This is an optimization exercise on Yosys and OpenROAD, whose aim is small area, a short achievable clock period and few clock cycles per item, not a production implementation.
No functional check of the RTL was part of any run shown here.
With no activity given, the tool overestimates toggling in this design, so its power and IR-drop figures are unreliable.

==> flow/design.v <==
module bv2_ctr_xor (
    input  wire         clk,
    input  wire         rst,           
    input  wire         in_valid,
    output wire         in_ready,
    input  wire         in_link,       
    input  wire [23:0]  in_major,      
    input  wire [5:0]   in_minor,      
    input  wire [31:0]  in_line,       
    input  wire [3:0]   in_casc_id,    
    input  wire [1:0]   in_port,       
    input  wire [47:0]  in_frame_ctr,  
    input  wire [15:0]  in_blk,        
    input  wire [255:0] in_key,        
    input  wire [127:0] in_data,       
    output wire         out_valid,
    input  wire         out_ready,
    output wire [127:0] out_data
);
    function [7:0] sbox;
        input [7:0] a;
        reg u0, u1, u2, u3, u4, u5, u6, u7;
        reg t1, t2, t3, t4, t5, t6, t7, t8, t9, t10, t11, t12, t13, t14;
        reg t15, t16, t17, t18, t19, t20, t21, t22, t23, t24, t25, t26, t27;
        reg m1, m2, m3, m4, m5, m6, m7, m8, m9, m10, m11, m12, m13, m14, m15;
        reg m16, m17, m18, m19, m20, m21, m22, m23, m24, m25, m26, m27, m28;
        reg m29, m30, m31, m32, m33, m34, m35, m36, m37, m38, m39, m40, m41;
        reg m42, m43, m44, m45, m46, m47, m48, m49, m50, m51, m52, m53, m54;
        reg m55, m56, m57, m58, m59, m60, m61, m62, m63;
        reg l0, l1, l2, l3, l4, l5, l6, l7, l8, l9, l10, l11, l12, l13, l14;
        reg l15, l16, l17, l18, l19, l20, l21, l22, l23, l24, l25, l26, l27;
        reg l28, l29;
        begin
            u0 = a[7]; u1 = a[6]; u2 = a[5]; u3 = a[4];
            u4 = a[3]; u5 = a[2]; u6 = a[1]; u7 = a[0];
            t1 = u0 ^ u3;   t2 = u0 ^ u5;   t3 = u0 ^ u6;   t4 = u3 ^ u5;
            t5 = u4 ^ u6;   t6 = t1 ^ t5;   t7 = u1 ^ u2;   t8 = u7 ^ t6;
            t9 = u7 ^ t7;   t10 = t6 ^ t7;  t11 = u1 ^ u5;  t12 = u2 ^ u5;
            t13 = t3 ^ t4;  t14 = t6 ^ t11; t15 = t5 ^ t11; t16 = t5 ^ t12;
            t17 = t9 ^ t16; t18 = u3 ^ u7;  t19 = t7 ^ t18; t20 = t1 ^ t19;
            t21 = u6 ^ u7;  t22 = t7 ^ t21; t23 = t2 ^ t22; t24 = t2 ^ t10;
            t25 = t20 ^ t17; t26 = t3 ^ t16; t27 = t1 ^ t12;
            m1 = t13 & t6;   m2 = t23 & t8;   m3 = t14 ^ m1;   m4 = t19 & u7;
            m5 = m4 ^ m1;    m6 = t3 & t16;   m7 = t22 & t9;   m8 = t26 ^ m6;
            m9 = t20 & t17;  m10 = m9 ^ m6;   m11 = t1 & t15;  m12 = t4 & t27;
            m13 = m12 ^ m11; m14 = t2 & t10;  m15 = m14 ^ m11; m16 = m3 ^ m2;
            m17 = m5 ^ t24;  m18 = m8 ^ m7;   m19 = m10 ^ m15; m20 = m16 ^ m13;
            m21 = m17 ^ m15; m22 = m18 ^ m13; m23 = m19 ^ t25; m24 = m22 ^ m23;
            m25 = m22 & m20; m26 = m21 ^ m25; m27 = m20 ^ m21; m28 = m23 ^ m25;
            m29 = m28 & m27; m30 = m26 & m24; m31 = m20 & m23; m32 = m27 & m31;
            m33 = m27 ^ m25; m34 = m21 & m22; m35 = m24 & m34; m36 = m24 ^ m25;
            m37 = m21 ^ m29; m38 = m32 ^ m33; m39 = m23 ^ m30; m40 = m35 ^ m36;
            m41 = m38 ^ m40; m42 = m37 ^ m39; m43 = m37 ^ m38; m44 = m39 ^ m40;
            m45 = m42 ^ m41;
            m46 = m44 & t6;  m47 = m40 & t8;  m48 = m39 & u7;  m49 = m43 & t16;
            m50 = m38 & t9;  m51 = m37 & t17; m52 = m42 & t15; m53 = m45 & t27;
            m54 = m41 & t10; m55 = m44 & t13; m56 = m40 & t23; m57 = m39 & t19;
            m58 = m43 & t3;  m59 = m38 & t22; m60 = m37 & t20; m61 = m42 & t1;
            m62 = m45 & t4;  m63 = m41 & t2;
            l0 = m61 ^ m62;  l1 = m50 ^ m56;  l2 = m46 ^ m48;  l3 = m47 ^ m55;
            l4 = m54 ^ m58;  l5 = m49 ^ m61;  l6 = m62 ^ l5;   l7 = m46 ^ l3;
            l8 = m51 ^ m59;  l9 = m52 ^ m53;  l10 = m53 ^ l4;  l11 = m60 ^ l2;
            l12 = m48 ^ m51; l13 = m50 ^ l0;  l14 = m52 ^ m61; l15 = m55 ^ l1;
            l16 = m56 ^ l0;  l17 = m57 ^ l1;  l18 = m58 ^ l8;  l19 = m63 ^ l4;
            l20 = l0 ^ l1;   l21 = l1 ^ l7;   l22 = l3 ^ l12;  l23 = l18 ^ l2;
            l24 = l15 ^ l9;  l25 = l6 ^ l10;  l26 = l7 ^ l9;   l27 = l8 ^ l10;
            l28 = l11 ^ l14; l29 = l11 ^ l17;
            sbox[7] = l6 ^ l24;
            sbox[6] = ~(l16 ^ l26);
            sbox[5] = ~(l19 ^ l28);
            sbox[4] = l6 ^ l21;
            sbox[3] = l20 ^ l22;
            sbox[2] = l25 ^ l29;
            sbox[1] = ~(l13 ^ l27);
            sbox[0] = ~(l6 ^ l23);
        end
    endfunction
    function [7:0] xtime;
        input [7:0] a;
        begin
            xtime = {a[6:0], 1'b0} ^ (a[7] ? 8'h1b : 8'h00);
        end
    endfunction
    function [127:0] sub_shift;
        input [127:0] s;
        integer c, r;
        begin
            for (c = 0; c < 4; c = c + 1)
                for (r = 0; r < 4; r = r + 1)
                    sub_shift[127 - 8*(4*c + r) -: 8] =
                        sbox(s[127 - 8*(4*((c + r) % 4) + r) -: 8]);
        end
    endfunction
    function [127:0] mix_delta;
        input [127:0] s;
        integer c, r;
        reg [7:0] t;
        begin
            for (c = 0; c < 4; c = c + 1) begin
                t = s[127 - 32*c -: 8] ^ s[119 - 32*c -: 8] ^
                    s[111 - 32*c -: 8] ^ s[103 - 32*c -: 8];
                for (r = 0; r < 4; r = r + 1)
                    mix_delta[127 - 8*(4*c + r) -: 8] = t ^
                        xtime(s[127 - 8*(4*c + r) -: 8] ^
                              s[127 - 8*(4*c + (r + 1) % 4) -: 8]);
            end
        end
    endfunction
    reg          run;       
    reg          ov;        
    reg  [3:0]   rnd;       
    reg  [127:0] st;        
    reg  [127:0] ka, kb;    
    wire last  = (rnd == 4'd14);
    wire take  = run && last;                   
    wire load  = in_valid && !run && (!ov || out_ready);
    wire [127:0] ctr_blk = in_link
        ? {8'h01, in_casc_id, in_port, 2'b00, in_frame_ctr, 48'h0, in_blk}
        : {8'h00, in_major, in_minor, 56'h0, in_line, in_blk[1:0]};
    reg [255:0] key_be;
    integer k;
    always @(*) begin
        for (k = 0; k < 32; k = k + 1)
            key_be[255 - 8*k -: 8] = in_key[8*k +: 8];
    end
    wire [127:0] ss        = sub_shift(st);
    wire [127:0] round_out = ss ^ kb ^ (last ? in_data : mix_delta(ss));
    reg [7:0] rcon;
    always @(*) begin
        case (rnd[3:1])
            3'd0: rcon = 8'h01;
            3'd1: rcon = 8'h02;
            3'd2: rcon = 8'h04;
            3'd3: rcon = 8'h08;
            3'd4: rcon = 8'h10;
            3'd5: rcon = 8'h20;
            default: rcon = 8'h40;
        endcase
    end
    wire [31:0] kin = rnd[0] ? {kb[23:0], kb[31:24]} : kb[31:0];
    wire [31:0] sw  = {sbox(kin[31:24]), sbox(kin[23:16]), sbox(kin[15:8]), sbox(kin[7:0])};
    wire [31:0] p0  = ka[127:96] ^ {rcon & {8{rnd[0]}}, 24'h0};
    wire [31:0] p1  = p0 ^ ka[95:64];
    wire [31:0] p2  = p1 ^ ka[63:32];
    wire [31:0] p3  = p2 ^ ka[31:0];
    wire [127:0] key_next = {p0 ^ sw, p1 ^ sw, p2 ^ sw, p3 ^ sw};
    wire         sel_run  = run & ~load;
    wire         sel_hold = ~run & ~load;
    wire [127:0] st_next  = ({128{load}}     & (ctr_blk ^ key_be[255:128])) |
                            ({128{sel_run}}  & round_out) |
                            ({128{sel_hold}} & st);
    always @(posedge clk) begin
        if (rst) begin
            run <= 1'b0;
            ov  <= 1'b0;
        end else begin
            if (load) begin
                run <= 1'b1;
                ov  <= 1'b0;
            end else if (run && last) begin
                run <= 1'b0;
                ov  <= 1'b1;
            end else if (out_ready) begin
                ov  <= 1'b0;
            end
        end
        st <= st_next;
        if (load) begin
            rnd <= 4'd1;
            ka  <= key_be[255:128];
            kb  <= key_be[127:0];
        end else begin
            rnd <= rnd + 4'd1;
            ka <= kb;
            kb <= key_next;
        end
    end
    assign in_ready  = take;
    assign out_valid = ov;
    assign out_data  = st;
endmodule
==> flow/flow/run.sh <==
#!/bin/bash
# Own flow: the standard layout (standard.sh) with two changes:
#  - synthesis runs flow/my_synth.tcl, the standard synthesis script except
#    that ABC maps with flow/area.abc (structural choices, then &nf) and
#    without the 3-input XOR cells, which are larger and slower than two
#    2-input ones;
#  - the port buffers are sky130_fd_sc_hd__buf_1 (every port still gets one).
set -euo pipefail
W=$PWD
export MY_ABC_SCRIPT=$W/flow/area.abc
export MY_ABC_DONT_USE="sky130_fd_sc_hd__xor3_1 sky130_fd_sc_hd__xor3_2 sky130_fd_sc_hd__xor3_4 sky130_fd_sc_hd__xnor3_1 sky130_fd_sc_hd__xnor3_2 sky130_fd_sc_hd__xnor3_4"
sed -E "s#SYNTH_SCRIPT=[^ ]+#SYNTH_SCRIPT=$W/flow/my_synth.tcl#" standard.sh > my_standard.sh
grep -q "SYNTH_SCRIPT=$W/flow/my_synth.tcl" my_standard.sh
bash my_standard.sh "BUFFER_PORTS_ARGS=-buffer_cell sky130_fd_sc_hd__buf_1" finish > $W/flow_make.log 2>&1
==> flow/flow/area.abc <==
&get -n
&st
&dch
&nf
&put
==> flow/flow/my_synth.tcl <==
# The standard synthesis (synth_recipe.tcl), with one change: ABC maps the
# logic with the script named by MY_ABC_SCRIPT instead of ORFS's, and without
# the cells listed in MY_ABC_DONT_USE. Every other pass, and so every
# register's name and cell, is the standard synthesis's.
proc synth {args} { yosys synth -nofsm -noshare {*}$args }
proc abc {args} {
  set i [lsearch -exact $args -script]
  if { $i >= 0 } { lset args [expr { $i + 1 }] $::env(MY_ABC_SCRIPT) }
  foreach cell $::env(MY_ABC_DONT_USE) { lappend args -dont_use $cell }
  yosys abc {*}$args
}
source $::env(SCRIPTS_DIR)/synth.tcl
# left out here: clear keep_hierarchy, flatten, clean up, hide names made inside functions, write 1_2_yosys.v
==> flow/standard.sh <==
#!/bin/bash
# synth_recipe.tcl (not shown) runs the flow's synth.tcl, then flattens the netlist and writes it again
# the make line also repeats each setting of config.mk as NAME=value (left out here)
make -C /OpenROAD-flow-scripts/flow DESIGN_CONFIG=/design/flow/config.mk WORK_HOME=/design/flow/orfs CLKGATE_MAP_FILE= SYNTH_SCRIPT=/design/flow/synth_recipe.tcl "${@:-finish}"
==> flow/config.mk <==
export PLATFORM = sky130hd
export DESIGN_NAME = bv2_ctr_xor
export DESIGN_NICKNAME = bv2_ctr_xor
export VERILOG_FILES = /design/flow/design.v
export SDC_FILE = /design/flow/constraint.sdc
export NUM_CORES = 4
export LEC_CHECK = 0
export CAP_MARGIN = 20
export CORE_MARGIN = 2
export CORE_UTILIZATION = 40
export SETUP_SLACK_MARGIN = 3.5
export SLEW_MARGIN = 20
==> flow/constraint.sdc <==
create_clock -name core_clock -period 10.0 [get_ports {clk}]
set_input_delay 2.0000 -clock core_clock [delete_from_list [all_inputs] [get_ports {clk}]]
set_output_delay 2.0000 -clock core_clock [all_outputs]
set_load 0.01 [all_outputs]
==> out/summary.md, run 1 <==
Clock-pin slew was measured on the worst setup and hold paths at 0.06 ns. The flow ran to the end and the layout has no timing, DRC or antenna violations. The tools report the startpoint class of the critical path as a register. The first global-routing pass estimated 262 mm of wire. The layout cell share with drive strength beyond 1 is 0.108, and the post-synthesis xor/xnor area fraction is 0.478.

The sequential share of the synthesized area is 0.185. The data required time of the worst path is 10.46 ns, and the post-synthesis to final-layout area growth is 24.9%. For the combined global-route utilization of all metal layers, the log shows 0.326. Setup violations remaining at the end of the flow were counted as 0.

The deepest level of the CTS H-tree was 2. Across the run, the number of max-cap violations was 0. The final critical-path share of the clock period was 0.641; the achievable frequency was 156 MHz. The total overflow left after global routing is 0.

The tools report the number of warnings issued by yosys as 1. For the finished layout, the period the worst path requires is 6.41 ns. Once placement finished, the instance area stood at 47,000 µm². The proportion of register bits with asynchronous set or reset after synthesis came out at 0. For the initial standard-cell utilization of the core, the log shows 0.402. The finished layout holds 7,615 standard cells, fillers aside. Cell count after placement: 7,435. The logs give 108,000 µm² for the die outline area and 0.65 ns for the later-pin clock latency in the skew report. Entering global routing, the biggest net connects 123 pins.

Detail-routed net length per standard cell: 24.4 µm. Library cell with the largest summed area after synthesis: xnor2_1. Yosys mapped the design onto 60 distinct sky130hd cell types.

Multiplexer fraction of the synthesized cell area: 0.0248. The logs give 3,417 for the DRC violation total after the first TritonRoute iteration and 0.287 for the worst relative slew slack. Yosys attributes the largest share of cell area to xnor2_1 33%, dfxtp_1 18%, xor2_1 15%. Arrival time of data at the critical path endpoint: 6.87 ns.

The worst hold path belongs to the class register to register. Summed over all cells, the static leakage comes to 0.0200 µW. The logs give 0.453 ns for the worst hold-check slack and 2.15 ns for the worst-case setup slack after placement. The floorplan core area was 105,000 µm². Setup repair after global routing could not meet its margin everywhere.

The run gives 5.50 mV as the largest vdd supply drop. The number of ports placed on the die boundary is 651. After the last flow step, the layout net total stands at 6,745. Dividing total power by cell area gives a power density of 10,100 nW/µm². Counting every net in the synthesized netlist gives 5,901. The run gives 42,300 µm² as the post-synthesis instance area. The post-detailed-route DRC marker count is 0, and the cell count after synthesis is 5,338. The worst setup path is of the register to register kind. The run gives 8 as the number of antenna violations at the first check in global routing.

STA classifies the critical path endpoint as a register. The number of clock buffers added by TritonCTS is 49. The top-area cell type share of the netlist area is 0.331.

For the number of buffers on the longest clock path, the log shows 3. Input and output buffers added on the ports amount to 650. The detailed placer's ending HPWL is 151 mm. In this run the mean area of a mapped cell was 7.92 µm².

The area fraction in and, or, nand and nor cells after synthesis works out to 0.157. On the final layout, the worst clock skew is 0.0266 ns. The fraction of the mapped netlist area in adder cells came out at 0.0124. The final-report max-slew violation count came out at 0.

After detailed routing, the total wire length is 186 mm. Of all nets on the critical path, the largest fanout is 5. The fraction of the mapped netlist area in compound gates works out to 0.139.

Setup slack closes at 3.59 ns. The clock drives 390 sinks. The worst register-to-register path has a setup slack of 3.59 ns. Summing over every cut layer, the via total after detailed routing is 41,347.

In the routed layout, each cell is associated on average with a via count of 5.43. The setup TNS is 0 ns, and the number of search-and-repair iterations in the first detailed-routing pass is 6. The die is 329 µm tall. In this run, post-CTS hold repair placed 0 buffers. The number of enable flip-flop cells after synthesis was 0. The most frequently used flop master after synthesis was dfxtp_1. Dominant combinational cell family by area after synthesis: XOR/XNOR gates. Once layout is done, the placed cells without fillers occupy 52,800 µm². The floorplan has 119 rows.

After synthesis the netlist holds a flip-flop and latch count of 390. The remaining number of nets flagged by the antenna check after routing was 0. TritonCTS built the clock tree. For the final weighted congestion of routability-driven global placement, the log shows 1.02.

Count of final hold-check violations: 0. Root buffer cell: clkbuf_16. The via count of the first global-routing pass was 39,461; the transition at the pin with the smallest max-transition slack was 1.07 ns. The die is 329 µm wide.
==> layout by cell type (no fill, tap or decap), types with 31 or more instances in the layout <==
master | synthesis | routed
xor2_1 | 711 | 625
nor2_1 | 417 | 412
a22oi_1 | 99 | 98
nand2b_1 | 53 | 52
or3_1 | 43 | 43
clkbuf_16 | 0 | 51
ha_1 | 42 | 42
a21o_1 | 38 | 38
and2_0 | 38 | 37
nor3_1 | 57 | 53
a211oi_1 | 40 | 31
xnor2_2 | 0 | 237
clkinv_1 | 39 | 38
xnor2_1 | 1598 | 1346
xor2_2 | 0 | 67
and3_1 | 34 | 32
mux2i_1 | 99 | 75
a21oi_1 | 235 | 231
nand3_1 | 87 | 85
dfxtp_1 | 390 | 353
buf_4 | 0 | 136
dfxtp_2 | 0 | 35
buf_1 | 0 | 649
o21ai_0 | 227 | 206
nand2_1 | 717 | 717
o211ai_1 | 77 | 77
a31oi_1 | 33 | 32
==> cell families after synthesis <==
family	Yosys count
fa+ha+maj	42
flops	390
buf+inv	39
compound gates	922
simple gates	1532
mux	104
xor+xnor	2309
==> synth_stat cells (10+ instances only) <==
library cell	number
a211o_1	30
a211oi_1	40
a21boi_0	18
a21o_1	38
a21oi_1	235
a22oi_1	99
a31oi_1	33
and2_0	38
and3_1	34
clkinv_1	39
dfxtp_1	390
ha_1	42
mux2i_1	99
nand2_1	717
nand2b_1	53
nand3_1	87
nor2_1	417
nor2b_1	26
nor3_1	57
o211a_1	13
o211ai_1	77
o21a_1	19
o21ai_0	227
o22ai_1	10
o31ai_1	10
or2_0	17
or3_1	43
xnor2_1	1598
xor2_1	711
==> critical path, stage by stage (launching register included) <==
cell,delay (ns)
dfxtp_2,0.50
xor2_4,0.34
xnor2_4,0.20
xnor2_1,0.13
ha_1,0.36
or3_1,0.40
a211oi_1,0.31
o21ai_0,0.17
a311oi_1,0.34
o22a_1,0.25
xnor2_1,0.25
and3_1,0.27
o21ai_1,0.13
xnor2_1,0.36
xnor2_1,0.17
xnor2_2,0.37
xor2_4,0.35
xnor2_2,0.18
xnor2_1,0.41
a21oi_1,0.25
xnor2_2,0.34
o21ai_0,0.12
==> flip-flops by register name, summed over array words and instances (netlist names) <==
| name | count |
|---|---|
| st | 128 |
| ka | 128 |
| run | 1 |
| ov | 1 |
| kb | 128 |
| rnd | 4 |
==> per-stage QoR <==
step | power (µW) | utilization
finish | 531000 | 0.502
global route | 544000 | 0.502
CTS | 455000 | 0.478
detailed placement | 396000 | 0.447
global placement | 395000 | 0.447
floorplan | 382000 | -
==> what timing repair did <==
| item | CTS | global route |
|---|---|---|
| setup buffers | 12 | 75 |
| setup endpoints to repair | 199 | 193 |
| pin swaps | 10 | 46 |
| hold endpoints to repair | 0 | 0 |
| gates resized for setup | 201 | 298 |
==> area by class of cell <==
| type | instances | area [µm²] |
|---|---|---|
| Clock inverter | 33 | 520 |
| Timing Repair Buffer | 793 | 3600 |
| Fill cell | 10478 | 52300 |
| Tap cell | 1391 | 1740 |
| Clock buffer | 59 | 1370 |
| Multi-Input combinational cell | 4909 | 37600 |
| Inverter | 39 | 149 |
| Antenna cell | 1 | 2.50 |
| Sequential cell | 390 | 7860 |
==> path summary, 6_finish.rpt <==
path,start,endpoint,cells past startpoint
hold / removal,kb[50],ka[50],2
setup / recovery,st[75],st[15],21
hold reg to reg,kb[50],ka[50],2
setup reg to reg,st[75],st[15],21
==> routing by layer <==
metal	wire length, µm	global-route usage	part of all wire	up-vias
li1	-	-	-	19572
met1	78300	0.427	0.42	19741
met2	83800	0.522	0.45	1668
met3	12400	0.0451	0.067	354
met4	11000	0.168	0.059	12
met5	81	0	0.00044	-
==> power breakdown <==
part | switching [µW] | leakage (µW) | total, µW | internal (µW)
clock | 832 | 0.000920 | 2130 | 1300
sequential | 1470 | 0.00329 | 5300 | 3840
combinational | 299000 | 0.0158 | 524000 | 225000
==> run 2: changes to the inputs <==
--- a/flow/config.mk
+++ b/flow/config.mk
@@ -8,5 +8,5 @@
 export CAP_MARGIN = 20
 export CORE_MARGIN = 2
 export CORE_UTILIZATION = 40
-export SETUP_SLACK_MARGIN = 3.5
+export SETUP_SLACK_MARGIN = 4
 export SLEW_MARGIN = 20
==> run 2 against run 1 <==
Clock-buffer cell count is 8 higher. Synthesized area stayed put. Still clean. Non-clock buffer count rose by 161.
==> out/summary.md, run 2 <==
The run finished with no timing, DRC or antenna violations. The cell depth of the worst flop-to-flop path is 23 (+9.5%). The achievable frequency is 168 MHz (+7.6%), and the final critical delay including setup and external delays is 5.95 ns (-0.452 ns). The total clock sinks came out at 390 (unchanged).

The run gives 169 (+37%) as the largest net degree at the start of global routing. The net switching power of the design was 372,000 µW (+23%); the number of enable flip-flop cells after synthesis was 0 (unchanged). The post-detailed-route DRC marker count came out at 0 (unchanged).

The worst hold-check slack came out at 0.450 ns (-0.00290 ns). STA classifies the critical path startpoint as a register. The post-synth net total is 5,901 (unchanged). The library cell with the largest summed area after synthesis was xnor2_1. The run gives 261 mm (-0.52%) as the first-pass GRT wire length. TritonCTS built the clock tree.

For the deepest level of the CTS H-tree, the log shows 2 (unchanged). The via-per-instance ratio was 5.50 (+1.2%); the internal portion of total power was 300,000 µW (+31%). For the number of ports placed on the die boundary, the log shows 651 (unchanged).

The largest vdd supply drop came out at 7.28 mV (+32%). The clock network fraction of design power is 0.003 (about the same), and the layout filler cell count is 9,794 (-6.5%). The worst setup path is of the register to register kind. The area used by sequential logic in the layout was 7980 µm² (+1.5%). The count of cell types in the netlist is 60 (unchanged). The total global routing overflow came out at 0 (unchanged). The remaining number of nets flagged by the antenna check after routing was 0 (unchanged); the routed wire length was 188 mm (+1.4%). The final-report max-slew violation count came out at 0 (unchanged).

The logs give 0.185 (unchanged) for the sequential share of the synthesized area and 0.325 (-0.00151) for the combined global-route utilization of all metal layers. Start point of the worst min-delay path: kb[51]. For the via count of the first global-routing pass, the log shows 39,980 (+1.3%). Combined area of the multi-input logic cells: 40,900 µm² (+9.0%). The die outline area is 108,000 µm² (unchanged), and the worst relative slew slack is 0.190 (-0.0973).

By area the synthesized netlist is led by xnor2_1 33%, dfxtp_1 18%, xor2_1 15%. The DRC violation total after the first TritonRoute iteration was 3,549 (+3.9%); the number of antenna violations at the first check in global routing was 9 (+1). In the final layout, the registers with the most flip-flops are ka x128, kb x128, st x128. The run gives 42,752 (+3.4%) as the total number of vias. The sequential power share was 0.009 (about the same); the number of search-and-repair iterations in the first detailed-routing pass was 6 (unchanged). Worst stage delay on the critical path: 0.43 ns (-0.07 ns). Detailed placer's ending HPWL: 147 mm (-2.5%).

The buffering stage count on the worst path with inverters included is 2 (+2). For the number of nets in the layout, the log shows 6,906 (+2.4%). The fraction of the mapped netlist area in adder cells came out at 0.0124 (unchanged). The endpoint identified for the worst register-to-register timing path is st[52]. Leaving out fill and tap cells, the most frequent cell in the layout is xnor2_1. The top cell types in the final layout, fill and taps aside, are 1,166 x xnor2_1, 715 x nand2_1, 649 x buf_1.

The fraction of met2 tracks used by global routing is 0.523 (+0.000685). The chip height is 329 µm (unchanged). The multiplexer fraction of the synthesized cell area is 0.0248 (unchanged). The horizontal die dimension is 329 µm (unchanged), and the transition at the pin with the smallest max-transition slack is 1.21 ns (+0.137 ns). After synthesis, the largest family of logic cells by area is XOR/XNOR gates.

In this run the critical register-to-register path is launched from st[65]. The endpoint of the worst hold-timing path was ka[51]. The global routing usage on met3 was 0.0526 (+0.00747). The share of total power consumed by net switching was 0.554 (-0.0140). Cell area power density: 11,700 nW/µm² (+16%).

The initial standard-cell utilization of the core came out at 0.402 (unchanged). Traced cell by cell, the critical path runs through xnor2_4, xnor2_2, xnor2_1, ha_1, or3_1, a211oi_1, nor3_1, nor2_2, mux2i_2, xnor2_1, nand2_1, xor2_1, xnor2_1, xor2_2, xnor2_4, xnor2_1, xnor2_2, buf_4, buf_4, xnor2_2, o21ai_0, xnor2_1, o211ai_1. The root buffer cell was clkbuf_16. Top-area cell type share of the netlist area: 0.331 (unchanged). The global routing's busiest layer is met2. Most frequently used flop master after synthesis: dfxtp_1. Setup repair after global routing could not meet its margin everywhere. The commonest cells after synthesis are 1,598 x xnor2_1, 717 x nand2_1, 711 x xor2_1. The tools report the later-pin clock latency in the skew report as 0.65 ns (about the same). The floorplan core area was 105,000 µm² (unchanged); the area fraction in and, or, nand and nor cells after synthesis was 0.157 (unchanged). The count of final hold-check violations was 0 (unchanged). The endpoint class of the critical path was a register. The number of flip-flops and latches in the synthesized netlist came out at 390 (unchanged).

The average footprint of a synthesized cell is 7.92 µm² (unchanged). The detail-routed net length per standard cell was 24.2 µm (-0.74%); the post-synthesis xor/xnor area fraction was 0.478 (unchanged). The data required time of the worst path came out at 10.48 ns (+0.02 ns).

The number of max-cap violations is 0 (unchanged), and the number of buffers on the longest clock path is 3 (unchanged). The final critical-path share of the clock period works out to 0.595 (-0.0452). The fraction of the mapped netlist area in compound gates was 0.139 (unchanged). For the share of power burned in combinational logic, the log shows 0.989 (+0.003).

The arrival time of data at the critical path endpoint is 6.44 ns (-0.43 ns). The maximum fanout along the worst path was 6 (+1); the post-synthesis instance area was 42,300 µm² (unchanged). Count of hold buffers inserted by post-cts repair: 0 (unchanged). The run gives 1.02 (about the same) as the final weighted congestion of routability-driven global placement. The number of warnings issued by yosys came out at 1 (unchanged). On the critical path, the stage with the largest delay is an instance of mux2i_2. The class of the most critical hold timing path was register to register.

The setup TNS was 0 ns (unchanged). The final core utilization was 0.546 (+0.0438). The cell count after synthesis was 5,338 (unchanged). The proportion of register bits with asynchronous set or reset after synthesis works out to 0 (unchanged). The worst hold path depth was 2 (unchanged); the post-synthesis to final-layout area growth was 35.8%. The setup clock skew after layout was 0.0221 ns (-0.00446 ns). The family of cells with the greatest summed delay on the critical path was XOR/XNOR gates.

Final number of setup-violating endpoints: 0 (unchanged). The internal reg-to-reg setup slack was 4.05 ns (+0.45 ns); the quantity of I/O buffers inserted on ports was 650 (unchanged). The number of CTS-inserted buffers was 49 (unchanged); the total number of placement rows was 119 (unchanged).

The clock transition at the registers of the reported paths was 0.06 ns (about the same); the layout cell share with drive strength beyond 1 was 0.193 (+0.0841). Counting stages on the worst path, the most repeated cell is xnor2_1. By instance count, the leading cell after synthesis is xnor2_1. The tools report the total leakage power as 0.0220 µW (+10%). The run gives 0.416 (-0.0117) as the global-route met1 utilization.
## run 2: kinds of logic after synthesis
kind of cell,Yosys count
AO/OA/AOI/OAI,922
XOR/XNOR,2309
adder cells (fa/ha/maj),42
buffers and inverters,39
flip-flops,390
multiplexers,104
AND/OR/NAND/NOR,1532
## run 2: final cells by class
| cell class | count | area share |
|---|---|---|
| antenna | 4 | 0.000174 |
| clock buffer | 67 | 0.0252 |
| clock inverter | 23 | 0.00442 |
| inverter | 39 | 0.00259 |
| multi-input combinational | 4909 | 0.713 |
| sequential | 390 | 0.139 |
| tap | 1391 | 0.0303 |
| timing repair buffer | 954 | 0.0852 |
## run 2: metrics by stage
stage | cells | area (µm²) | power, µW | setup slack [ns]
after global routing | 7775 | 57400 | 684000 | 3.78
after floorplan | 5338 | 42300 | 382000 | 0.915
final | 7777 | 57400 | 672000 | 4.05
after detailed placement | 7429 | 47000 | 398000 | 2.35
after global placement | 7429 | 47000 | 397000 | 2.46
after CTS | 7602 | 52800 | 555000 | 3.89
## run 2: worst max path at each step
stage / slack (ns) / cells after the start / startpoint / endpoint
finish: 4.05 / 23 / st[65] / st[52]
CTS: 3.89 / 22 / st[79] / st[12]
global route: 3.78 / 23 / st[65] / st[52]
global placement: 2.46 / 21 / st[73] / st[12]
detailed placement: 2.35 / 21 / st[73] / st[12]
floorplan: 0.91 / 4 / out_ready / kb[0]
## run 2: power groups by stage
stage | logic (µW) | registers [µW] | clock network [µW]
2_1_floorplan | 376000 | 5920 | 0
3_3_place_gp | 392000 | 4900 | 0
3_5_place_dp | 394000 | 4910 | 0
4_1_cts | 547000 | 5400 | 1940
5_1_grt | 676000 | 5780 | 2000
6_report | 664000 | 5790 | 1930
## run 2: tightest hold or removal path, cell delays in order, from the launching register on
cell and delay, ns:
dfxtp_1 0.32, nand2_1 0.06, nand2_1 0.04
## run 2: repair_timing
item,4_1_cts,5_1_grt
setup buffers,82,171
gates resized for setup,527,513
cloned,1,0
pin swaps,77,135
endpoints found under the setup margin,242,196
## run 2: layer usage
layer,vias to the layer above,share of wire
met1,20611,0.40
li1,19871,-
met5,-,0.00037
met4,10,0.065
met2,1858,0.46
met3,402,0.079
==> run 3: changes to the inputs <==
==> flow/flow/run.sh (replaced) <==
#!/bin/bash
# Own flow: the standard layout (standard.sh) with two changes:
#  - synthesis runs flow/my_synth.tcl, the standard synthesis script except
#    that ABC maps with flow/area.abc (structural choices, then &nf);
#  - the port buffers are sky130_fd_sc_hd__buf_1 (every port still gets one).
set -euo pipefail
W=$PWD
export MY_ABC_SCRIPT=$W/flow/area.abc
sed -E "s#SYNTH_SCRIPT=[^ ]+#SYNTH_SCRIPT=$W/flow/my_synth.tcl#" standard.sh > my_standard.sh
grep -q "SYNTH_SCRIPT=$W/flow/my_synth.tcl" my_standard.sh
bash my_standard.sh "BUFFER_PORTS_ARGS=-buffer_cell sky130_fd_sc_hd__buf_1" finish > $W/flow_make.log 2>&1
==> flow/flow/my_synth.tcl (replaced) <==
# The standard synthesis (synth_recipe.tcl), with one change: ABC maps the
# logic with the script named by MY_ABC_SCRIPT instead of ORFS's. Every other
# pass, and so every register's name and cell, is the standard synthesis's.
proc synth {args} { yosys synth -nofsm -noshare {*}$args }
proc abc {args} {
  set i [lsearch -exact $args -script]
  if { $i >= 0 } { lset args [expr { $i + 1 }] $::env(MY_ABC_SCRIPT) }
  yosys abc {*}$args
}
source $::env(SCRIPTS_DIR)/synth.tcl
# left out here: clear keep_hierarchy, flatten, clean up, hide names made inside functions, write 1_2_yosys.v
--- a/flow/config.mk
+++ b/flow/config.mk
@@ -8,5 +8,5 @@
 export CAP_MARGIN = 20
 export CORE_MARGIN = 2
 export CORE_UTILIZATION = 40
-export SETUP_SLACK_MARGIN = 4
+export SETUP_SLACK_MARGIN = 3.5
 export SLEW_MARGIN = 20
==> run 3 against run 2 <==
Utilization down 5.8 points. Combinational power down 31%. Sequential share of layout area up 1.6 points. Final cell count down 9.1%. Sequential cell count unchanged. Maximum frequency down 6.4%. Highest routed layer unchanged. Critical path type unchanged. Clock-buffer cell count down 2. Routed wire length down 9.2%. Total power down 31%. Worst setup slack worse by 0.41 ns.
==> out/summary.md, run 3 <==
The run finished with no timing, DRC or antenna violations. Number of max-cap violations: 0 (unchanged). The run gives 118 (-0.84%) as the total number of placement rows. The final critical delay including setup and external delays was 6.36 ns (+0.405 ns). The quantity of I/O buffers inserted on ports came out at 650 (unchanged). Leaving out fill and tap cells, the most frequent cells in the layout are 1,241 x xnor2_1, 684 x nand2_1, 649 x buf_1. The worst path setup slack after routing was 3.64 ns (-0.405 ns); the setup TNS was 0 ns (unchanged). The DRC violation total after the first TritonRoute iteration was 2,740 (-23%); the number of flip-flops and latches in the synthesized netlist was 390 (unchanged). TritonCTS built the clock tree.

Setup repair after global routing could not meet its margin everywhere. Final-report max-slew violation count: 0 (unchanged). The startpoint class of the critical path is a register. The worst-case setup slack after placement was 2.45 ns (+0.0957 ns). After synthesis, the most frequently instantiated cells are 1,411 x xnor2_1, 684 x nand2_1, 679 x xor2_1. The largest vdd supply drop was 4.37 mV (-40%). The total leakage power is 0.0203 µW (-8.0%). The number of ports placed on the die boundary is 651 (unchanged). Initial standard-cell utilization of the core: 0.404 (+0.00202). The library cell used most frequently in the layout, excluding fill and tap cells, is xnor2_1.

The tools report the number of nets in the layout as 6,211 (-10%). The first-pass GRT wire length was 242 mm (-7.0%). In this run the worst hold path is classified as register to register.

The number of CTS-inserted buffers is 50 (+2.0%), and the detail-routed net length per standard cell is 24.1 µm (-0.17%). The run gives 0 (unchanged) as the count of final hold-check violations. The buffering stage count on the worst path with inverters included came out at 0 (-2).

The logs give 171 mm (-9.2%) for the routed wire length and 0.306 (-0.0187) for the combined global-route utilization of all metal layers. The final weighted congestion of routability-driven global placement is 0.974 (-4.3%). Compared with the post-synthesis result, the final layout area differs by 20.7%.

Floorplan core area: 104,000 µm² (-1.3%). The run gives 466,000 µW (-31%) as the overall power. Remaining number of nets flagged by the antenna check after routing: 0 (unchanged). The tree is rooted in a clkbuf_16. The data required time of the worst path came out at 10.51 ns (+0.03 ns). Yosys attributes the largest share of cell area to xnor2_1 29%, dfxtp_1 19%, xor2_1 14%. Sequential share of the synthesized area: 0.186 (+0.00143).

The tools report the detailed placer's ending HPWL as 141 mm (-4.1%). The cell count after synthesis came out at 4,892 (-8.4%). The layout cell share with drive strength beyond 1 is 0.0846 (-0.108), and the average footprint of a synthesized cell is 8.57 µm² (+8.3%). The arrival time of data at the critical path endpoint came out at 6.87 ns (+0.43 ns). The most numerous cell in the Yosys netlist was xnor2_1. The die outline area is 107,000 µm² (-0.76%), and the clock transition at the registers of the reported paths is 0.07 ns (about the same). The total number of vias is 36,895 (-14%), and the number of warnings issued by yosys is 1 (unchanged). STA classifies the critical path endpoint as a register. Library cell with the largest summed area after synthesis: xnor2_1. The setup clock skew after layout came out at 0.0251 ns (+0.00305 ns). The most frequently used flop master after synthesis was dfxtp_1. The final critical-path share of the clock period works out to 0.636 (+0.0405). The total global routing overflow is 0 (unchanged), and the post-detailed-route DRC marker count is 0 (unchanged). In this design, the critical path's most frequently occurring cell is xnor2_1. The critical path goes through xnor3_2, xnor2_1, ha_1, xor2_1, xnor2_1, xnor2_1, o21ai_0, a21o_1, xnor2_1, nand2_1, xor2_1, xnor2_2, xnor3_1, xnor3_2, xnor3_1, a21oi_2, a21oi_1, o21ai_0, nand2_1. The post-synthesis instance area came out at 41,900 µm² (-0.77%). The number of enable flip-flop cells after synthesis is 0 (unchanged), and the chip height is 328 µm (-0.38%). The post-synth net total was 5,455 (-7.6%). The worst setup path is of the register to register kind.

The number of antenna violations at the first check in global routing is 8 (-1), and the maximum fanout along the worst path is 6 (unchanged). Horizontal die dimension: 328 µm (-0.38%). Family of cells with the greatest summed delay on the critical path: XOR/XNOR gates. The largest registers in the layout are ka x128, kb x128, st x128. The tools report the final number of setup-violating endpoints as 0 (unchanged). The logs give 47 (-22%) for the count of cell types in the netlist and 157 MHz (-6.4%) for the achievable frequency. The tools report the number of search-and-repair iterations in the first detailed-routing pass as 5 (-1).

The worst stage delay on the critical path was 0.62 ns (+0.19 ns). The proportion of register bits with asynchronous set or reset after synthesis was 0 (unchanged). The total clock sinks was 390 (unchanged); the transition at the pin with the smallest max-transition slack was 1.00 ns (-0.205 ns). The number of buffers on the longest clock path is 3 (unchanged).

On the critical path, the stage with the largest delay is an instance of xnor3_1. Via count of the first global-routing pass: 36,528 (-8.6%). Later-pin clock latency in the skew report: 0.63 ns (-0.02 ns).

The largest net degree at the start of global routing was 158 (-6.5%). The worst relative slew slack was 0.328 (+0.138). The cell area power density was 9190 nW/µm² (-21%); the top-area cell type share of the netlist area was 0.295 (-0.0365). For the worst hold-check slack, the log shows 0.447 ns (-0.00288 ns). The via-per-instance ratio is 5.22 (-5.1%), and the deepest level of the CTS H-tree is 2 (unchanged).
==> run 3: cell count changes after synthesis, moves of 28 or more <==
cell	previous run	this run
o21ai_0	227	182
nand2_1	717	684
a31oi_1	33	5
nor2b_1	26	69
or3_1	43	0
o211ai_1	77	40
nand3_1	87	12
nor2_1	417	492
xnor3_1	0	185
xor2_1	711	679
a21o_1	38	7
xnor2_1	1598	1411
nor3_1	57	8
==> run 3: kinds of logic after synthesis <==
group	share of synthesized area
and+or+nand+nor	0.137
muxes	0.0224
buffers and inverters	0.00340
adders and majority gates	0.0125
xor gates and xnor gates	0.548
AOI/OAI and AO/OA	0.0899
DFF	0.186
==> run 3: repair_timing <==
action / CTS / global route
endpoints found under the setup margin: 181 / 187
pin swaps: 4 / 15
setup buffers: 4 / 17
hold buffers: 0 / 0
resized for setup: 107 / 257
==> run 3: tightest hold or removal path: stages (launching register included) <==
cell     delay, ns
dfxtp_1       0.32
nand2_1       0.05
nand2_1       0.04
==> run 3: cell type report <==
| type | count | area, µm² |
|---|---|---|
| fillers | 10168 | 53200 |
| multi-input cells | 4464 | 36400 |
| flip-flops and latches | 390 | 7830 |
| repair buffers | 704 | 2910 |
| well taps | 1380 | 1730 |
| clock buffers | 65 | 1400 |
| clock inverters | 27 | 220 |
| inverters | 38 | 145 |
| diodes | 4 | 10.0 |
==> run 3: path summary, 6_finish.rpt <==
kind              depth (start not counted)     from  endpoint  slack, ns
setup / recovery                         19  st[102]    st[76]       3.64
setup reg to reg                         19  st[102]    st[76]       3.64
hold / removal                            2   kb[33]    ka[33]       0.45
hold reg to reg                           2   kb[33]    ka[33]       0.45
==> run 3: per-stage QoR <==
stage / cells / cell area, µm² / utilization
finish: 7072 / 50600 / 0.488
floorplan: 4892 / 42000 / -
CTS: 7051 / 48800 / 0.470
global route: 7071 / 50600 / 0.488
detailed placement: 6955 / 46500 / 0.448
global placement: 6955 / 46500 / 0.448
==> run 3: power breakdown <==
part           internal, µW  switching (µW)  total (µW)  leakage, µW
Clock                  1040             795        1840     0.000785
Sequential             3610            1260        4860      0.00329
Combinational        201000          258000      459000       0.0162
Total                206000          260000      466000       0.0203
==> run 3: per-layer routing <==
metal	vias to the layer above	GRT usage	share of wire
met1	17724	0.390	0.42
met3	311	0.0359	0.058
met4	2	0.153	0.057
met2	1364	0.510	0.47
li1	17494	-	-
met5	-	0	0.000082
==> run 4: changes to the inputs <==
--- a/flow/config.mk
+++ b/flow/config.mk
@@ -8,5 +8,8 @@
 export CAP_MARGIN = 20
 export CORE_MARGIN = 2
 export CORE_UTILIZATION = 40
+export CTS_BUF_LIST = sky130_fd_sc_hd__clkbuf_8 sky130_fd_sc_hd__clkbuf_16
+export CTS_CLUSTER_DIAMETER = 90
+export CTS_CLUSTER_SIZE = 28
 export SETUP_SLACK_MARGIN = 3.5
 export SLEW_MARGIN = 20
==> run 4 against run 3 <==
Global-route usage is 0.26 points lower. Total power increased by 0.47%. Synthesized cell count is the same. Design area decreased by 0.95%. Combinational power barely moved. Synthesized area unchanged. Register-to-register slack better by 0.04 ns. Largest power group unchanged. Via count fell by 0.37%. Utilization is 0.46 points lower. Die area stayed put. Sequential share of layout area is 0.16 points higher. Sequential cell count is the same.
==> out/summary.md, run 4 <==
The quantity of I/O buffers inserted on ports was 650 (unchanged); the remaining number of nets flagged by the antenna check after routing was 0 (unchanged). The critical path class is register to register. The run gives 6,192 (-0.31%) as the number of nets in the layout. The clock transition at the registers of the reported paths is 0.10 ns (+0.03 ns). Worst relative slew slack: 0.324 (-0.00424). The setup clock skew after layout came out at 0.0417 ns (+0.0166 ns). The combined global-route utilization of all metal layers was 0.303 (-0.00259). For the number of ports placed on the die boundary, the log shows 651 (unchanged). The tools report the count of cell types in the netlist as 47 (unchanged).

The tools report the final weighted congestion of routability-driven global placement as 0.974 (unchanged). The cell area power density is 9330 nW/µm² (+1.4%). Final number of setup-violating endpoints: 0 (unchanged).

The maximum fanout along the worst path works out to 6 (unchanged). The logs give 6 (+1) for the number of search-and-repair iterations in the first detailed-routing pass and 0.63 ns (about the same) for the later-pin clock latency in the skew report. The first-pass GRT wire length came out at 241 mm (-0.44%). The arrival time of data at the critical path endpoint was 6.81 ns (-0.06 ns).

The most common cell in the synthesized netlist is xnor2_1. Leaving out fill and tap cells, the most frequent cells in the layout are 1,237 x xnor2_1, 684 x nand2_1, 649 x buf_1. For the number of CTS-inserted buffers, the log shows 28 (-44%). Setup repair after global routing could not meet its margin everywhere.

The min-delay analysis places its worst path in the category register to register. The run gives 0.186 (unchanged) as the sequential share of the synthesized area. The DRC violation total after the first TritonRoute iteration is 2,730 (-0.36%). The most frequent standard cell in the layout excluding fill and tap cells is xnor2_1. The run gives 170 mm (-0.40%) as the routed wire length. The final critical delay including setup and external delays works out to 6.32 ns (-0.0377 ns). The share of total power consumed by net switching is 0.557 (-0.000561). The run gives 0 (unchanged) as the post-detailed-route DRC marker count. The floorplan core area was 104,000 µm² (unchanged); the post-synth net total was 5,455 (unchanged). The share of power burned in combinational logic is 0.986 (about the same). The run gives 0 (unchanged) as the number of max-cap violations. The commonest cells after synthesis are 1,411 x xnor2_1, 684 x nand2_1, 679 x xor2_1. The logs give 1 (unchanged) for the number of warnings issued by yosys and 36,760 (-0.37%) for the total number of vias. For the count of final hold-check violations, the log shows 0 (unchanged). The cell count after synthesis is 4,892 (unchanged). The deepest level of the CTS H-tree was 1 (-1). By area the synthesized netlist is led by xnor2_1 29%, dfxtp_1 19%, xor2_1 14%.

The largest vdd supply drop was 4.25 mV (-2.8%). The via count of the first global-routing pass was 36,336 (-0.53%); the detail-routed net length per standard cell was 24.2 µm (+0.18%). The number of buffers on the longest clock path is 3 (unchanged), and the total leakage power is 0.0201 µW (-0.96%).

The combined area of the multi-input logic cells is 36,400 µm² (about the same), and the data required time of the worst path is 10.49 ns (-0.02 ns). The top-area cell type share of the netlist area came out at 0.295 (unchanged). Final critical-path share of the clock period: 0.632 (-0.00377).

The run gives 261,000 µW (+0.37%) as the net switching power of the design. The flow ran to the end and the layout has no timing, DRC or antenna violations. The detailed placer's ending HPWL is 141 mm (unchanged).

The proportion of register bits with asynchronous set or reset after synthesis works out to 0 (unchanged). The layout cell share with drive strength beyond 1 is 0.0797 (-0.00488). Number of enable flip-flop cells after synthesis: 0 (unchanged). The via-per-instance ratio was 5.23 (+0.22%).

The endpoint class of the critical path is a register. For the final core utilization, the log shows 0.483 (-0.00463). The synthesized design spends more area on one cell type than any other, namely xnor2_1.

The tools report the clock network fraction of design power as 0.003 (about the same). Area used by sequential logic in the layout: 7830 µm² (about the same). The tools report the total global routing overflow as 0 (unchanged). The most frequently used flop master after synthesis was dfxtp_1. The transition at the pin with the smallest max-transition slack came out at 1.01 ns (+0.0136 ns). The sequential power share is 0.010 (about the same), and the total number of placement rows is 118 (unchanged). CTS placed an instance of clkbuf_16 at the clock tree root. TritonCTS built the clock tree. Die outline area: 107,000 µm² (unchanged).

The tools report the count of hold buffers inserted by post-cts repair as 0 (unchanged). The tools report the achievable frequency as 158 MHz (+0.60%). The horizontal die dimension was 328 µm (unchanged). The number of flip-flops and latches in the synthesized netlist works out to 390 (unchanged). The average footprint of a synthesized cell is 8.57 µm² (unchanged). In the final layout, the registers with the most flip-flops are ka x128, kb x128, st x128.

The area growth from synthesis to layout is 19.6%. The setup TNS is 0 ns (unchanged). The number of antenna violations at the first check in global routing came out at 7 (-1). The post-synthesis instance area is 41,900 µm² (unchanged). The tools report the layout filler cell count as 10,184 (+0.16%). The internal portion of total power is 207,000 µW (+0.60%). The chip height is 328 µm (unchanged), and the final-report max-slew violation count is 0 (unchanged).

For the total clock sinks, the log shows 390 (unchanged). Startpoint class of the critical path: a register. The logs give 158 (unchanged) for the largest net degree at the start of global routing and 0.404 (unchanged) for the initial standard-cell utilization of the core.
[run 4: area by class of cell]
type                       instances  area share
sequential                       390       0.156
timing repair buffer             707      0.0588
clock inverter                    19     0.00761
multi-input combinational       4464       0.725
antenna                            4    0.000200
inverter                          38     0.00289
clock buffer                      29      0.0145
tap                             1380      0.0344
[run 4: layer usage]
layer | vias up | GRT usage | routed length [µm]
li1 | 17437 | - | -
met1 | 17705 | 0.391 | 70800
met2 | 1322 | 0.511 | 80500
met3 | 296 | 0.0312 | 9650
met4 | 0 | 0.138 | 9150
met5 | - | 0 | 0
[run 4: cell families (layout without fill, tap and decap cells)]
family / after synthesis / count (layout) / synth area share
multiplexers: 93 / 93 / 0.0224
XOR/XNOR: 2297 / 2297 / 0.548
other: 0 / 4 / 0
buffers and inverters: 38 / 793 / 0.00340
adder cells (fa/ha/maj): 42 / 42 / 0.0125
AND/OR/NAND/NOR: 1394 / 1394 / 0.137
flip-flops: 390 / 390 / 0.186
AO/OA/AOI/OAI: 638 / 638 / 0.0899
[run 4: worst max-delay path: stages (launching register included)]
cell	delay, ns
dfxtp_1	0.55
xor2_2	0.35
xor2_2	0.30
xnor2_1	0.20
ha_1	0.27
xnor3_1	0.43
xor2_2	0.27
a21oi_1	0.14
xnor2_1	0.38
xnor2_1	0.19
and2_0	0.28
xor2_1	0.28
xor2_1	0.36
xnor3_1	0.50
xnor2_2	0.39
xor2_2	0.29
and2_0	0.17
o31ai_1	0.06
buf_4	0.19
xnor2_1	0.45
o21ai_0	0.13
[run 4: power by group through the flow]
stage / logic, µW / clock network [µW] / registers, µW
final: 461000 / 1450 / 4870
after global routing: 468000 / 1520 / 4890
after CTS: 423000 / 1470 / 4740
after detailed placement: 400000 / 0 / 4680
after global placement: 398000 / 0 / 4660
after floorplan: 412000 / 0 / 5600
[run 4: per-stage QoR]
stage	setup WS (ns)	instance area [µm²]	instances	hold WS (ns)	total power (µW)
floorplan	2.46	42000	4892	0.430	418000
global placement	2.56	46500	6955	0.440	403000
detailed placement	2.45	46500	6955	0.438	405000
CTS	3.45	48400	7009	0.454	430000
global route	3.37	50200	7031	0.467	475000
finish	3.68	50200	7031	0.455	468000
[run 4: what timing repair did]
item,4_1_cts,5_1_grt
endpoints found under the hold margin,0,0
gates resized for setup,115,248
pin swaps,5,17
setup endpoints to repair,183,190
buffers inserted,6,18
[run 4: worst paths after layout]
kind | cells after the start | start | endpoint | slack (ns)
max | 20 | st[100] | st[74] | 3.68
min | 2 | kb[59] | ka[59] | 0.46
min reg2reg | 2 | kb[59] | ka[59] | 0.46
max reg2reg | 20 | st[100] | st[74] | 3.68
==> run 5: changes to the inputs <==
--- a/flow/design.v
+++ b/flow/design.v
@@ -91,19 +91,21 @@
                         sbox(s[127 - 8*(4*((c + r) % 4) + r) -: 8]);
         end
     endfunction
-    function [127:0] mix_delta;
+    function [127:0] mix_key;
         input [127:0] s;
+        input [127:0] k;
         integer c, r;
-        reg [7:0] t;
+        reg [7:0] a0, a1, a2, a3;
         begin
-            for (c = 0; c < 4; c = c + 1) begin
-                t = s[127 - 32*c -: 8] ^ s[119 - 32*c -: 8] ^
-                    s[111 - 32*c -: 8] ^ s[103 - 32*c -: 8];
-                for (r = 0; r < 4; r = r + 1)
-                    mix_delta[127 - 8*(4*c + r) -: 8] = t ^
-                        xtime(s[127 - 8*(4*c + r) -: 8] ^
-                              s[127 - 8*(4*c + (r + 1) % 4) -: 8]);
-            end
+            for (c = 0; c < 4; c = c + 1)
+                for (r = 0; r < 4; r = r + 1) begin
+                    a0 = s[127 - 8*(4*c + r) -: 8];
+                    a1 = s[127 - 8*(4*c + (r + 1) % 4) -: 8];
+                    a2 = s[127 - 8*(4*c + (r + 2) % 4) -: 8];
+                    a3 = s[127 - 8*(4*c + (r + 3) % 4) -: 8];
+                    mix_key[127 - 8*(4*c + r) -: 8] = xtime(a0 ^ a1) ^ (a1 ^ a2) ^
+                        (a3 ^ k[127 - 8*(4*c + r) -: 8]);
+                end
         end
     endfunction
     reg          run;       
@@ -112,7 +114,7 @@
     reg  [127:0] st;        
     reg  [127:0] ka, kb;    
     wire last  = (rnd == 4'd14);
-    wire take  = run && last;                   
+    wire take  = run && (rnd == 4'd13);         
     wire load  = in_valid && !run && (!ov || out_ready);
     wire [127:0] ctr_blk = in_link
         ? {8'h01, in_casc_id, in_port, 2'b00, in_frame_ctr, 48'h0, in_blk}
@@ -124,7 +126,8 @@
             key_be[255 - 8*k -: 8] = in_key[8*k +: 8];
     end
     wire [127:0] ss        = sub_shift(st);
-    wire [127:0] round_out = ss ^ kb ^ (last ? in_data : mix_delta(ss));
+    wire [127:0] round_mix = mix_key(ss, kb);    
+    wire [127:0] round_fin = ss ^ kb;              
     reg [7:0] rcon;
     always @(*) begin
         case (rnd[3:1])
@@ -139,15 +142,19 @@
     end
     wire [31:0] kin = rnd[0] ? {kb[23:0], kb[31:24]} : kb[31:0];
     wire [31:0] sw  = {sbox(kin[31:24]), sbox(kin[23:16]), sbox(kin[15:8]), sbox(kin[7:0])};
-    wire [31:0] p0  = ka[127:96] ^ {rcon & {8{rnd[0]}}, 24'h0};
+    wire [31:0] rc  = {rcon & {8{rnd[0]}}, 24'h0};
+    wire [31:0] p0  = ka[127:96] ^ rc;
     wire [31:0] p1  = p0 ^ ka[95:64];
     wire [31:0] p2  = p1 ^ ka[63:32];
     wire [31:0] p3  = p2 ^ ka[31:0];
-    wire [127:0] key_next = {p0 ^ sw, p1 ^ sw, p2 ^ sw, p3 ^ sw};
-    wire         sel_run  = run & ~load;
+    wire [127:0] q  = {p0, p1, p2, p3} ^ (in_data & {128{take}});
+    wire [127:0] key_next = q ^ {sw, sw, sw, sw};
+    wire         sel_mix  = run & ~last & ~load;
+    wire         sel_fin  = run & last & ~load;
     wire         sel_hold = ~run & ~load;
     wire [127:0] st_next  = ({128{load}}     & (ctr_blk ^ key_be[255:128])) |
-                            ({128{sel_run}}  & round_out) |
+                            ({128{sel_mix}}  & round_mix) |
+                            ({128{sel_fin}}  & round_fin) |
                             ({128{sel_hold}} & st);
     always @(posedge clk) begin
         if (rst) begin
--- a/flow/config.mk
+++ b/flow/config.mk
@@ -8,8 +8,5 @@
 export CAP_MARGIN = 20
 export CORE_MARGIN = 2
 export CORE_UTILIZATION = 40
-export CTS_BUF_LIST = sky130_fd_sc_hd__clkbuf_8 sky130_fd_sc_hd__clkbuf_16
-export CTS_CLUSTER_DIAMETER = 90
-export CTS_CLUSTER_SIZE = 28
 export SETUP_SLACK_MARGIN = 3.5
 export SLEW_MARGIN = 20
==> run 5 against run 4 <==
Clock skew is essentially flat. Die area grew 7.3%. Maximum frequency shrank 1.3%. Global-route usage grew 2.6 points. Final cell count grew 7.0%. Synthesized cell count grew 6.8%. Design area grew 5.3%. Via count grew 11%. Sequential share of layout area shrank 0.81 points. Sequential cell count is the same. First-iteration DRC count grew 38%. Routed wire length grew 16%. Largest cell class unchanged. Highest routed layer is now met5.
==> out/summary.md, run 5 <==
The detail-routed net length per standard cell was 26.3 µm (+8.8%). Most numerous cell in the Yosys netlist: xnor2_1. The worst hold path depth is 2 (unchanged).

The tools report the final weighted congestion of routability-driven global placement as 1.04 (+7.1%). The post-synthesis to final-layout area growth came out at 17.3%. Post-detailed-route DRC marker count: 0 (unchanged).

The worst path setup slack after routing is 3.59 ns (-0.0858 ns). Clock tree synthesis selected as its root buffer the cell clkbuf_16. Cell depth of the worst flop-to-flop path: 18 (-10%). The number of warnings issued by yosys was 1 (unchanged); the buffering stage count on the worst path with inverters included was 0 (-1).

The total leakage power was 0.0208 µW (+3.4%); the worst stage delay on the critical path was 0.71 ns (+0.16 ns). The cell count after synthesis was 5,224 (+6.8%). The chip height came out at 340 µm (+3.6%). The worst setup path is captured at a register. The number of enable flip-flop cells after synthesis is 0 (unchanged). In the final layout, the registers with the most flip-flops are ka x128, kb x128, st x128. After synthesis, the most frequently instantiated cells are 1,508 x xnor2_1, 772 x nand2_1, 705 x xor2_1. The quantity of I/O buffers inserted on ports was 650 (unchanged).

The proportion of register bits with asynchronous set or reset after synthesis was 0 (unchanged); the number of CTS-inserted buffers was 52 (+86%). For the post-synth net total, the log shows 5,788 (+6.1%). In this run the most critical hold path is launched from kb[74]. The logs give 112,000 µm² (+7.9%) for the floorplan core area and 651 (unchanged) for the number of ports placed on the die boundary. The tools report the data required time of the worst path as 10.54 ns (+0.05 ns). TritonCTS built the clock tree. For the number of max-cap violations, the log shows 0 (unchanged).

The number of flip-flops and latches in the synthesized netlist is 390 (unchanged). The worst hold path terminates at ka[74]. The run gives 407,000 µW (-13%) as the overall power. Grouping stages by cell kind, the critical path spends the most delay in XOR/XNOR gates.

The total global routing overflow came out at 0 (unchanged). Traced cell by cell, the critical path runs through xnor2_1, xnor2_1, xor2_1, ha_1, xor2_1, xnor2_1, xnor2_1, a21oi_1, xnor2_1, xnor2_1, xor2_1, nand2b_1, xnor2_2, xor2_1, xor2_2, xnor3_1, xnor2_1, o21ai_0. For the via count of the first global-routing pass, the log shows 39,582 (+8.9%). The largest vdd supply drop was 5.35 mV (+26%); the DRC violation total after the first TritonRoute iteration was 3,766 (+38%). The combined global-route utilization of all metal layers is 0.329 (+0.0256). Final core utilization: 0.472 (-0.0116).

For the count of hold buffers inserted by post-cts repair, the log shows 0 (unchanged). First-pass GRT wire length: 277 mm (+15%). The via-per-instance ratio was 5.43 (+3.9%); the count of final hold-check violations was 0 (unchanged). The count of cell types in the netlist came out at 52 (+11%).

STA classifies the critical path startpoint as a register. For the remaining number of nets flagged by the antenna check after routing, the log shows 0 (unchanged). The total clock sinks is 390 (unchanged), and the maximum fanout along the worst path is 6 (unchanged). The final critical-path share of the clock period is 0.641 (+0.00858). The critical path class is register to register.

The most numerous cell type found on the critical path is xnor2_1. The horizontal die dimension was 340 µm (+3.6%); the total number of placement rows was 123 (+4.2%). The final-report max-slew violation count is 0 (unchanged). The transition at the pin with the smallest max-transition slack is 1.17 ns (+0.157 ns), and the arrival time of data at the critical path endpoint is 6.95 ns (+0.14 ns). Library cell with the largest summed area after synthesis: xnor2_1. The largest net degree at the start of global routing is 141 (-11%). In the layout the commonest cells are 1,409 x xnor2_1, 770 x nand2_1, 681 x xor2_1.

The average footprint of a synthesized cell is 8.62 µm² (+0.58%). The setup TNS is 0 ns (unchanged). The top-area cell type share of the netlist area was 0.293 (-0.00147). The logs give 0.215 (-0.109) for the worst relative slew slack and 156 MHz (-1.3%) for the achievable frequency. Sequential share of the synthesized area: 0.173 (-0.0128).

Clock transition at the registers of the reported paths: 0.06 ns (-0.04 ns). The number of search-and-repair iterations in the first detailed-routing pass is 7 (+1), and the layout cell share with drive strength beyond 1 is 0.0487 (-0.0310). Setup repair after global routing could not meet its margin everywhere.

The initial standard-cell utilization of the core was 0.402 (-0.00200); the setup clock skew after layout was 0.0414 ns (-0.000374 ns). The die outline area is 115,000 µm² (+7.3%). The most used flip-flop cell after synthesis is dfxtp_1.

The deepest level of the CTS H-tree was 2 (+1). In the post-synthesis netlist, the biggest area contributors are xnor2_1 29%, dfxtp_1 17%, xor2_1 14%. For the number of antenna violations at the first check in global routing, the log shows 12 (+5). The most frequent standard cell in the layout excluding fill and tap cells is xnor2_1.

Final number of setup-violating endpoints: 0 (unchanged). The run gives 40,860 (+11%) as the total number of vias. For this design, the slowest cell found on the critical path is xnor2_1. Routed wire length: 198 mm (+16%). The final critical delay including setup and external delays works out to 6.41 ns (+0.0858 ns).

For the post-synthesis instance area, the log shows 45,100 µm² (+7.4%). The number of nets in the layout was 6,545 (+5.7%); the detailed placer's ending HPWL was 163 mm (+16%). Class of the most critical hold timing path: register to register.

For the number of buffers on the longest clock path, the log shows 3 (unchanged). The terminus of the critical flop-to-flop path was st[76]. The cell area power density was 7710 nW/µm² (-17%); the worst-case setup slack after placement was 2.75 ns (+0.297 ns). For the internal reg-to-reg setup slack, the log shows 3.59 ns (-0.09 ns). The startpoint identified for the worst register-to-register timing path is st[9]. The flow ran to the end and the layout has no timing, DRC or antenna violations. For the later-pin clock latency in the skew report, the log shows 0.67 ns (+0.04 ns).
==> run 5: cells by family (layout without fill, tap and decap cells) <==
logic type / after synthesis / after routing / share of synthesized area
muxes: 77 / 77 / 0.0182
other: 0 / 3 / 0
adders and majority gates: 43 / 43 / 0.0119
AOI/OAI and AO/OA: 787 / 787 / 0.107
and+or+nand+nor: 1436 / 1436 / 0.135
buffers and inverters: 36 / 829 / 0.00300
xor gates and xnor gates: 2455 / 2455 / 0.552
DFF: 390 / 390 / 0.173
==> run 5: per-stage QoR <==
stage          cell area (µm²)  hold WS [ns]  std cells
2_1_floorplan            45100         0.452       5224
3_3_place_gp             49900         0.474       7412
3_5_place_dp             49900         0.479       7413
4_1_cts                  51800         0.486       7503
5_1_grt                  52800         0.503       7517
6_report                 52800         0.484       7520
==> run 5: where the power goes <==
part	internal (µW)	switching, µW	leakage, µW
logic	179000	221000	0.0166
registers	3740	1670	0.00329
clock network	1160	813	0.000862
==> run 5: tightest hold or removal path, cell delays in order, from the launching register on <==
cell and delay [ns]:
dfxtp_1 0.34, nand2_1 0.07, nand2_1 0.06
==> run 5: worst max path at each step <==
stage / slack [ns] / start / cells after the start / to
floorplan: 0.75 / out_ready / 6 / st[0]
global placement: 2.84 / rnd[0] / 18 / kb[100]
detailed placement: 2.75 / rnd[0] / 18 / kb[100]
CTS: 3.38 / st[5] / 18 / st[107]
global route: 3.42 / st[81] / 19 / st[121]
finish: 3.59 / st[9] / 18 / st[76]
==> run 5: timing repair <==
item,4_1_cts,5_1_grt
gates resized for setup,27,128
setup buffers,0,14
pin swaps,0,7
setup endpoints to repair,99,189
cloned,0,0
==> run 5: final cells by class <==
| class | instances | area, µm² |
|---|---|---|
| Fill cell | 11308 | 59200 |
| Multi-Input combinational cell | 4798 | 38300 |
| Sequential cell | 390 | 7820 |
| Timing Repair Buffer | 703 | 2920 |
| Tap cell | 1500 | 1880 |
| Clock buffer | 74 | 1540 |
| Clock inverter | 16 | 203 |
| Inverter | 36 | 135 |
| Antenna cell | 3 | 7.51 |
==> run 5: routing by layer <==
metal,global-route usage,share of wire,up-vias
met4,0.167,0.061,4
met3,0.0635,0.090,369
met2,0.507,0.43,1912
li1,-,-,18924
met5,0,0.00013,-
met1,0.438,0.42,19651
==> run 6: changes to the inputs <==
--- a/flow/config.mk
+++ b/flow/config.mk
@@ -8,5 +8,5 @@
 export CAP_MARGIN = 20
 export CORE_MARGIN = 2
 export CORE_UTILIZATION = 40
-export SETUP_SLACK_MARGIN = 3.5
+export SETUP_SLACK_MARGIN = 3
 export SLEW_MARGIN = 20
==> run 6 against run 5 <==
Still clean on timing, DRC and antenna. Sequential power is 4.1% lower. Maximum frequency is 6.6% lower. Combinational power is 7.3% lower. Critical endpoint is now st[73].
==> out/summary.md, run 6 <==
The share of power burned in combinational logic is 0.981 (about the same), and the fraction of the mapped netlist area in compound gates is 0.107 (unchanged). The tools report the total global routing overflow as 0 (unchanged). The quantity of I/O buffers inserted on ports is 650 (unchanged), and the layout filler cell count is 11,416 (+0.96%).

The tools report the die outline area as 115,000 µm² (unchanged). The flow ran to the end and the layout has no timing, DRC or antenna violations. The multiplexer fraction of the synthesized cell area was 0.0182 (unchanged); the combined global-route utilization of all metal layers was 0.329 (about the same).

The run gives 0.402 (unchanged) as the initial standard-cell utilization of the core. Leaving out fill and tap cells, the most frequent cell in the layout is xnor2_1. The largest net degree at the start of global routing was 141 (unchanged); the sequential share of the synthesized area was 0.173 (unchanged).

The clock transition at the registers of the reported paths was 0.07 ns (about the same). Final critical delay including setup and external delays: 6.86 ns (+0.454 ns). The tools report the via count of the first global-routing pass as 39,521 (-0.15%). The logs give 0.463 (-0.00895) for the final core utilization and 171,000 µW (-7.0%) for the internal portion of total power. Total number of placement rows: 123 (unchanged).

By area, the combinational part of the netlist is dominated by XOR/XNOR gates. Setup repair after global routing could not meet its margin everywhere. The tools report the count of hold buffers inserted by post-cts repair as 0 (unchanged). Launch point of the worst reg-to-reg path: st[9]. The logs give 0 (unchanged) for the count of final hold-check violations and 4.12 mV (-23%) for the largest vdd supply drop.

The clock network fraction of design power was 0.005 (about the same); the detail-routed net length per standard cell was 26.3 µm (-0.17%). The post-route standard cell area excluding fillers was 51,800 µm² (-1.9%). The setup TNS is 0 ns (unchanged), and the horizontal die dimension is 340 µm (unchanged).

For the routed wire length, the log shows 197 mm (-0.33%). The maximum fanout along the worst path is 6 (unchanged), and the worst relative slew slack is 0.157 (-0.0582). For the instance area after placement, the log shows 49,900 µm² (unchanged).

The first-pass GRT wire length is 276 mm (about the same). The final number of setup-violating endpoints is 0 (unchanged), and the number of enable flip-flop cells after synthesis is 0 (unchanged). The area fraction in and, or, nand and nor cells after synthesis came out at 0.135 (unchanged).

For this design, the slowest cell found on the critical path is dfxtp_1. The average footprint of a synthesized cell is 8.62 µm² (unchanged). TritonCTS built the clock tree. Critical path class: register to register. The biggest area contributor in the post-synthesis netlist is xnor2_1.

The post-synthesis xor/xnor area fraction is 0.552 (unchanged). For the net switching power of the design, the log shows 207,000 µW (-7.4%). Final-report max-slew violation count: 0 (unchanged). The layout cell share with drive strength beyond 1 was 0.0280 (-0.0207).

The post-synthesis instance area was 45,100 µm² (unchanged); the achievable frequency was 146 MHz (-6.6%). The number of max-cap violations is 0 (unchanged). STA classifies the critical path endpoint as a register. The logs give 0.014 (about the same) for the sequential power share and 0.0363 ns (-0.00502 ns) for the setup clock skew after layout. For the detailed placer's ending HPWL, the log shows 163 mm (unchanged). The via-per-instance ratio was 5.42 (-0.28%). Number of nets in the layout: 6,531 (-0.21%). The worst hold path depth was 2 (unchanged).

The transition at the pin with the smallest max-transition slack works out to 1.26 ns (+0.0840 ns). The final critical-path share of the clock period was 0.686 (+0.0454); the number of CTS-inserted buffers was 52 (unchanged). The number of buffers on the longest clock path was 3 (unchanged). Arrival time of data at the critical path endpoint: 7.35 ns (+0.40 ns). STA classifies the critical path startpoint as a register.

The run gives 112,000 µm² (unchanged) as the floorplan core area. The number of ports placed on the die boundary is 651 (unchanged), and the post-synthesis to final-layout area growth is 15.1%. The number of flip-flops and latches in the synthesized netlist came out at 390 (unchanged).

The share of total power consumed by net switching is 0.548 (-0.00100). In the post-synthesis netlist, the cell with the most instances is xnor2_1. The internal reg-to-reg setup slack is 3.14 ns (-0.45 ns), and the remaining number of nets flagged by the antenna check after routing is 0 (unchanged).
## run 6: layout make-up
type                            count  area share
Antenna cell                        5    0.000241
Clock buffer                       74      0.0296
Clock inverter                     16     0.00391
Inverter                           36     0.00261
Multi-Input combinational cell   4798       0.723
Sequential cell                   390       0.151
Tap cell                         1500      0.0362
Timing Repair Buffer              689      0.0538
## run 6: through the flow
stage                     total power, µW  hold slack (ns)
final                              378000            0.486
after global routing               388000            0.503
after CTS                          373000            0.486
after detailed placement           370000            0.479
after global placement             366000            0.474
after floorplan                    378000            0.452
## run 6: how the worst max path moves through the flow
stage | from | end | cells past startpoint
5_1_grt | st[42] | st[115] | 19
2_1_floorplan | out_ready | st[0] | 6
4_1_cts | rnd[0] | kb[102] | 18
3_5_place_dp | rnd[0] | kb[100] | 18
6_report | st[9] | st[73] | 18
3_3_place_gp | rnd[0] | kb[100] | 18
## run 6: worst register-to-register path: stages, from the launching register on
cell and delay [ns]:
dfxtp_1 0.77, xnor2_1 0.44, xnor2_1 0.46, xor2_1 0.24, ha_1 0.27, xor2_1 0.17, xnor2_1 0.15, xnor2_1 0.34
a21oi_1 0.16, xnor2_1 0.46, xnor2_1 0.27, xor2_1 0.26, nand2b_1 0.16, xnor2_1 0.67, xor2_1 0.50, xor2_1 0.59
xnor3_1 0.55, xnor2_1 0.16, o21ai_0 0.09
## run 6: repair_timing
| item | 4_1_cts | 5_1_grt |
|---|---|---|
| gates cloned | 0 | 0 |
| pin swaps | 0 | 1 |
| resized for setup | 2 | 23 |
| setup buffers | 0 | 0 |
| setup endpoints to repair | 8 | 84 |
## run 6: power groups by stage
stage	Clock (µW)	Combinational (µW)	Sequential, µW
floorplan	0	372000	5350
global placement	0	361000	5060
detailed placement	0	365000	5100
CTS	1980	366000	5070
global route	2040	381000	5190
finish	1970	371000	5190
## run 6: layer usage
metal / up-vias / global-route usage / wire (µm)
li1: 18909 / - / -
met1: 19575 / 0.436 / 83200
met2: 1821 / 0.509 / 85300
met3: 369 / 0.0645 / 17100
met4: 6 / 0.164 / 11500
met5: - / 0 / 40
## run 6: cells by family (layout without fill, tap and decap cells)
kind of cell | count (synthesis) | count (layout)
DFF | 390 | 390
xor gates and xnor gates | 2455 | 2455
muxes | 77 | 77
and+or+nand+nor | 1436 | 1436
adders and majority gates | 43 | 43
buffers and inverters | 36 | 815
AOI/OAI and AO/OA | 787 | 787
other | 0 | 5

Setup slack of run 6, layout unchanged: 3.139 ns with ideal ports, 3.139 ns with driving cells assumed (clock clkbuf_16, inputs buf_2), 3.139 ns with port delays also shifted by the 0.716 ns mid clock arrival.
